Source: an optimization exercise on an open RTL-to-GDS flow (aim: small area, a short achievable clock period and few clock cycles per item). Production flows keep margins and buffers that such runs may drop. In this exercise RTL edits were held to simulation tests only and were not proved equivalent to the original. Power is estimated from default activity; no workload was simulated.

==> inputs of v25 <==
==> flow/design.v <==
module oz_outer_fill (
    input  wire        clk,
    input  wire        rst,         
    input  wire        in_valid,
    output reg         in_ready,
    input  wire [7:0]  in_data,
    input  wire        in_erase,
    output reg         out_valid,
    output reg         out_fail,
    output wire [2:0]  out_cnt,
    output wire [23:0] out_pos,
    output wire [31:0] out_val
);
    function automatic [7:0] mul_a1(input [7:0] a);    
        mul_a1 = {a[6:0], 1'b0} ^ (a[7] ? 8'h1D : 8'h00);
    endfunction
    function automatic [7:0] gf_mul(input [7:0] a, input [7:0] b);
        reg [7:0] p;
        reg [7:0] x;
        integer   n;
        begin
            p = 8'h00;
            x = a;
            for (n = 0; n < 8; n = n + 1) begin
                p = p ^ (x & {8{b[n]}});
                x = mul_a1(x);
            end
            gf_mul = p;
        end
    endfunction
    function automatic [7:0] gf_sq(input [7:0] a);
        gf_sq = {a[6],
                 a[3] ^ a[5] ^ a[6],
                 a[5],
                 a[2] ^ a[4] ^ a[5] ^ a[7],
                 a[4] ^ a[6],
                 a[1] ^ a[4] ^ a[5] ^ a[6],
                 a[7],
                 a[0] ^ a[4] ^ a[6] ^ a[7]};
    endfunction
    function automatic [7:0] cm(input integer m, input [7:0] a);   
        case (m)
            0: cm = a;
            1: cm = mul_a1(a);
            2: cm = mul_a1(mul_a1(a));
            default: cm = mul_a1(mul_a1(mul_a1(a)));
        endcase
    endfunction
    function automatic [7:0] mul_am1(input [7:0] a);   
        mul_am1 = {1'b0, a[7:1]} ^ (a[0] ? 8'h8E : 8'h00);
    endfunction
    function automatic [7:0] rom_x(input [5:0] p);
        reg [7:0] h;
        begin
            case (p[5:2])
            4'd0: h = 8'ha1;
            4'd1: h = 8'hd2;
            4'd2: h = 8'ha0;
            4'd3: h = 8'h0a;
            4'd4: h = 8'h23;
            4'd5: h = 8'h77;
            4'd6: h = 8'h35;
            4'd7: h = 8'h9c;
            4'd8: h = 8'hc0;
            4'd9: h = 8'h0c;
            4'd10: h = 8'hc9;
            4'd11: h = 8'h5a;
            4'd12: h = 8'h26;
            4'd13: h = 8'he8;
            4'd14: h = 8'h80;
            4'd15: h = 8'h08;
                default: h = 8'h00;
            endcase
            if (p[0]) h = mul_am1(h);
            if (p[1]) h = mul_am1(mul_am1(h));
            rom_x = h;
        end
    endfunction
    reg        fwd, back;     
    reg  [5:0] idx;           
    reg  [2:0] nerr;          
    reg  [7:0] b  [0:3];
    reg  [5:0] pos[0:3];
    reg  [7:0] t;             
    reg  [1:0] k;             
    reg  [1:0] i;             
    reg  [1:0] asel;          
    reg        prep, fin;     
    reg        chk;           
    assign out_cnt  = nerr;
    assign out_pos  = {pos[3], pos[2], pos[1], pos[0]};
    assign out_val  = {b[3], b[2], b[1], b[0]};
    wire       recv   = in_ready;
    wire       take   = in_valid && in_ready;
    wire [7:0] sym    = in_erase ? 8'h00 : in_data;
    wire       first  = (idx == 6'd0);
    wire       lastp  = (idx == 6'd63);
    wire [2:0] ncur   = first ? 3'd0 : nerr;
    wire       z0     = (ncur == 3'd0);
    wire       z1     = (ncur == 3'd1);
    wire       z45    = (ncur == 3'd4) || (ncur == 3'd5);
    wire       z5     = (ncur == 3'd5);
    wire [2:0] ninc   = z5 ? 3'd5 : ncur + 3'd1;
    wire [2:0] nnext  = in_erase ? ninc : ncur;
    wire       nosolve = in_erase ? z45 : (z0 || z5);    
    wire       f_is1  = in_erase ? z0 : z1;
    wire [1:0] fm1    = nerr[1:0] - 2'd1;       
    wire       jend   = (i == fm1);             
    wire       flast  = (i == k + 2'd1);        
    wire       klast  = (k == 2'd2) || (k == fm1);   
    wire [1:0] jn     = jend ? k : i + 2'd1;       
    wire [1:0] kn     = jend ? k - 2'd1 : k;
    wire [7:0] xr     = rom_x(recv ? idx : pos[asel]);
    wire [1:0] bs   = fwd ? i - 2'd1 : i;      
    wire [7:0] prod = gf_mul(t, b[bs]);
    wire [7:0] add = recv ? sym : prod;
    reg  [7:0] base [0:3];
    reg  [3:0] ben;
    integer    q;
    always @(*) begin
        for (q = 0; q < 4; q = q + 1) begin
            ben[q] = take || ((fwd || (back && !prep)) && i == q) ||
                     (back && fin && k == q);
            if (recv)
                base[q] = first ? 8'h00 : cm(q, b[q]);
            else if (fwd || k == q)
                base[q] = b[q];
            else
                base[q] = 8'h00;
        end
    end
    reg bad;
    always @(*) begin
        bad = 1'b0;
        for (q = 0; q < 4; q = q + 1)
            if (q >= nerr && b[q] != 8'h00) bad = 1'b1;
    end
    wire done_cw  = take && lastp;
    wire solve_cw = done_cw && !nosolve;
    wire back_end = back && ((chk && (bad || nerr == 3'd1)) ||
                             (fin && jend && k == 2'd0));
    wire recv_nx  = (recv && !solve_cw) || back_end;
    always @(posedge clk) begin
        if (rst) begin
            in_ready  <= 1'b1;
            fwd       <= 1'b0;
            back      <= 1'b0;
            idx       <= 6'd0;
            out_valid <= 1'b0;
        end else begin
            in_ready  <= recv_nx;
            out_valid <= (done_cw && !solve_cw) || back_end;
            if (take || back)
                idx <= (back && (fin || back_end)) ? 6'd0 : idx + 6'd1;
            if (solve_cw)
                fwd <= 1'b1;
            if (fwd && flast && klast) begin
                fwd  <= 1'b0;
                back <= 1'b1;
            end
            if (back_end)
                back <= 1'b0;
        end
    end
    always @(posedge clk) begin
        for (q = 0; q < 4; q = q + 1)
            if (ben[q]) b[q] <= base[q] ^ add;
        if (recv && z0)
            t <= xr;
        if (recv) begin
            k     <= 2'd0;
            i     <= 2'd3;
            fin   <= 1'b0;
            asel  <= f_is1 ? 2'd0 : 2'd1;
        end
        if (take) begin
            if (in_erase && !ncur[2])
                pos[ncur[1:0]] <= idx;
            nerr <= nnext;
            if (done_cw)
                out_fail <= in_erase || !z0;
        end
        if (fwd) begin
            i     <= i - 2'd1;
            if (flast) begin
                t <= xr;
                if (klast) begin
                    k     <= fm1 - 2'd1;
                    i     <= fm1;
                    asel  <= fm1 - 2'd1;
                    prep  <= 1'b1;
                    fin   <= 1'b0;
                    chk   <= 1'b1;
                end else begin
                    k     <= k + 2'd1;
                    i     <= 2'd3;
                    asel  <= ((k + 2'd1 == fm1) || (k == 2'd1)) ? fm1 : k + 2'd2;
                end
            end
        end
        if (back) begin
            prep <= fin;
            fin  <= (idx[2:0] == 3'd6);
            chk  <= 1'b0;
            if (prep) begin
                t    <= gf_sq(t ^ xr);   
                asel <= jn;
            end else
                t    <= gf_sq(t);
            if (fin) begin
                t    <= xr;              
                asel <= kn;
                i    <= jn;
                k    <= kn;
            end
            if (back_end)
                out_fail <= chk && bad;
        end
    end
endmodule
==> flow/flow/run.sh <==
#!/bin/bash
# The standard layout (standard.sh: ORFS synthesis with synth_recipe.tcl, then floorplan,
# place, cts, route and finish) with three changes, none to the design's registers or to its
# constraints:
#  - ABC maps the logic with an area-oriented script (flow/abc_area.script) in place of ORFS's
#    delay-oriented abc_speed.script; ORFS's scripts are otherwise used unchanged, from a copy
#    whose abc_speed.script is replaced;
#  - every port still gets its buffer, but a buf_1 cell instead of the default delay-buffer
#    cell (the resizer may still upsize it);
#  - the resizer's setup repair aims for more slack than the 15 ns clock needs.
# Each make target's full output goes to its own log_<target>.log here; ORFS also keeps each
# tool's log under orfs/logs.
set -euo pipefail
here=$(pwd)
rm -rf "$here/orfs_scripts"
cp -r "$FLOW_HOME/scripts" "$here/orfs_scripts"
cp "$here/flow/abc_area.script" "$here/orfs_scripts/abc_speed.script"
export SCRIPTS_DIR="$here/orfs_scripts"
export BUFFER_PORTS_ARGS="-buffer_cell sky130_fd_sc_hd__buf_1"
export SETUP_SLACK_MARGIN=10.9
for target in synth floorplan place cts route finish; do
  bash standard.sh "$target" > "log_${target}.log" 2>&1
done
==> flow/flow/abc_area.script <==
strash
&get -n
&fraig -x
&put
scorr
dc2
strash
&get -n
&dch -f
&nf -R 1000
&put
==> flow/standard.sh <==
#!/bin/bash
# synth_recipe.tcl (not shown) runs the flow's synth.tcl, then flattens the netlist and writes it again
# the make line also repeats each setting of config.mk as NAME=value (left out here)
make -C /OpenROAD-flow-scripts/flow DESIGN_CONFIG=/design/flow/config.mk WORK_HOME=/design/flow/orfs CLKGATE_MAP_FILE= SYNTH_SCRIPT=/design/flow/synth_recipe.tcl "${@:-finish}"
==> flow/config.mk <==
export PLATFORM = sky130hd
export DESIGN_NAME = oz_outer_fill
export DESIGN_NICKNAME = oz_outer_fill
export VERILOG_FILES = /design/flow/design.v
export SDC_FILE = /design/flow/constraint.sdc
export NUM_CORES = 4
export LEC_CHECK = 0
export CAP_MARGIN = 20
export CORE_MARGIN = 2
export CORE_UTILIZATION = 40
export GPL_TIMING_DRIVEN = 0
export SLEW_MARGIN = 20
==> flow/constraint.sdc <==
create_clock -name core_clock -period 15.0 [get_ports {clk}]
set_input_delay 3.0000 -clock core_clock [delete_from_list [all_inputs] [get_ports {clk}]]
set_output_delay 3.0000 -clock core_clock [all_outputs]
set_load 0.01 [all_outputs]
==> v36: changes against v25 <==
--- a/flow/design.v
+++ b/flow/design.v
@@ -110,7 +110,8 @@
     wire       klast  = (k == 2'd2) || (k == fm1);   
-    wire [1:0] jn     = jend ? k : i + 2'd1;       
-    wire [1:0] kn     = jend ? k - 2'd1 : k;
     wire [7:0] xr     = rom_x(recv ? idx : pos[asel]);
     wire [1:0] bs   = fwd ? i - 2'd1 : i;      
-    wire [7:0] prod = gf_mul(t, b[bs]);
+    wire [7:0] bop  = b[bs];
+    wire [7:0] mb   = fwd ? bop : gf_sq(bop);
+    wire [7:0] ma   = {t[7:1] & {7{~fin}}, t[0] | fin};
+    wire [7:0] prod = gf_mul(ma, mb);
     wire [7:0] add = recv ? sym : prod;
@@ -201,15 +202,20 @@
         if (back) begin
-            prep <= fin;
-            fin  <= (idx[2:0] == 3'd6);
+            prep <= 1'b0;
+            fin  <= (idx[2:0] == 3'd7);
             chk  <= 1'b0;
             if (prep) begin
-                t    <= gf_sq(t ^ xr);   
-                asel <= jn;
-            end else
-                t    <= gf_sq(t);
+                t    <= t ^ xr;
+                asel <= jend ? k : i + 2'd1;
+            end
             if (fin) begin
-                t    <= xr;              
-                asel <= kn;
-                i    <= jn;
-                k    <= kn;
+                t    <= xr;
+                prep <= 1'b1;
+                if (jend) begin
+                    k    <= k - 2'd1;
+                    i    <= k;
+                    asel <= k - 2'd1;
+                end else begin
+                    i    <= i + 2'd1;
+                    asel <= k;
+                end
             end
==> flow/flow/abc_area.script (replaced) <==
strash
&get -n
&fraig -x
&put
scorr
dc2
strash
&get -n
&dch -f
&nf -R 1000
&put
strash
&get -n
&dch -f
&nf -R 1000
&put
==> results.txt <==
quantity                                                            v36                      v25
Multi-input combinational cell count                                603                      615
Fraction of area in registers                                    0.3040                   0.2999
Number of filler cells placed in the layout                       1,521                    1,591
Total Wirelength                                              18,120 um                18,200 um
Nonclk inv count                                                     14                       23
Worst-margin pin slew                                         0.8979 ns                0.9064 ns
Layout cell share with drive strength beyond 1                   0.1227                   0.1136
Smallest hold slack                                           0.5244 ns                0.5063 ns
Drt first pass iters                                                  7                        5
Multi-input logic area                                         4279 um2                 4328 um2
Critical Path Start                                            in_ready                  b[2][0]
Run status                                      complete, no violations  complete, no violations
GRT Util Overall                                                 0.2144                   0.2097
Worst rel slew slack                                             0.3959                   0.3784
Post-route insts no fill                                          1,039                    1,062
Cell leakage power                                             2.731 nW                 2.728 nW
Testbench counts of v25, summed over its fixed seeds: cycles 183,209, items 2,400.
Testbench counts of v36, summed over its fixed seeds: cycles 185,935, items 2,400.

## afterwards: timing with drivers on the ports
Ports are ideal in the flow. The routed layouts listed here were re-timed in OpenROAD.
Step 1 sets driving cells, clkbuf_16 on the clock port and buf_2 on the other inputs (assumed; they add their load-dependent delay and slew).
Step 2 also shifts input and output timing later by t, the mid clock arrival at the registers, as if the neighbouring blocks saw the same clock.
a / b / c = ideal / step 1 / step 2; a / b = the first two.
run | shift t [ns] | setup slack, ns | worst setup path after step 2
v25 | 0.390 | 10.945 / 10.905 / 10.578 | input to register
v36 | 0.389 | 10.942 / 10.901 / 10.586 | input to register
After both steps every run listed still meets setup and hold. The setup slack of v25, which loses most, moves by -0.040 ns with the drivers and by -0.367 ns with both steps.
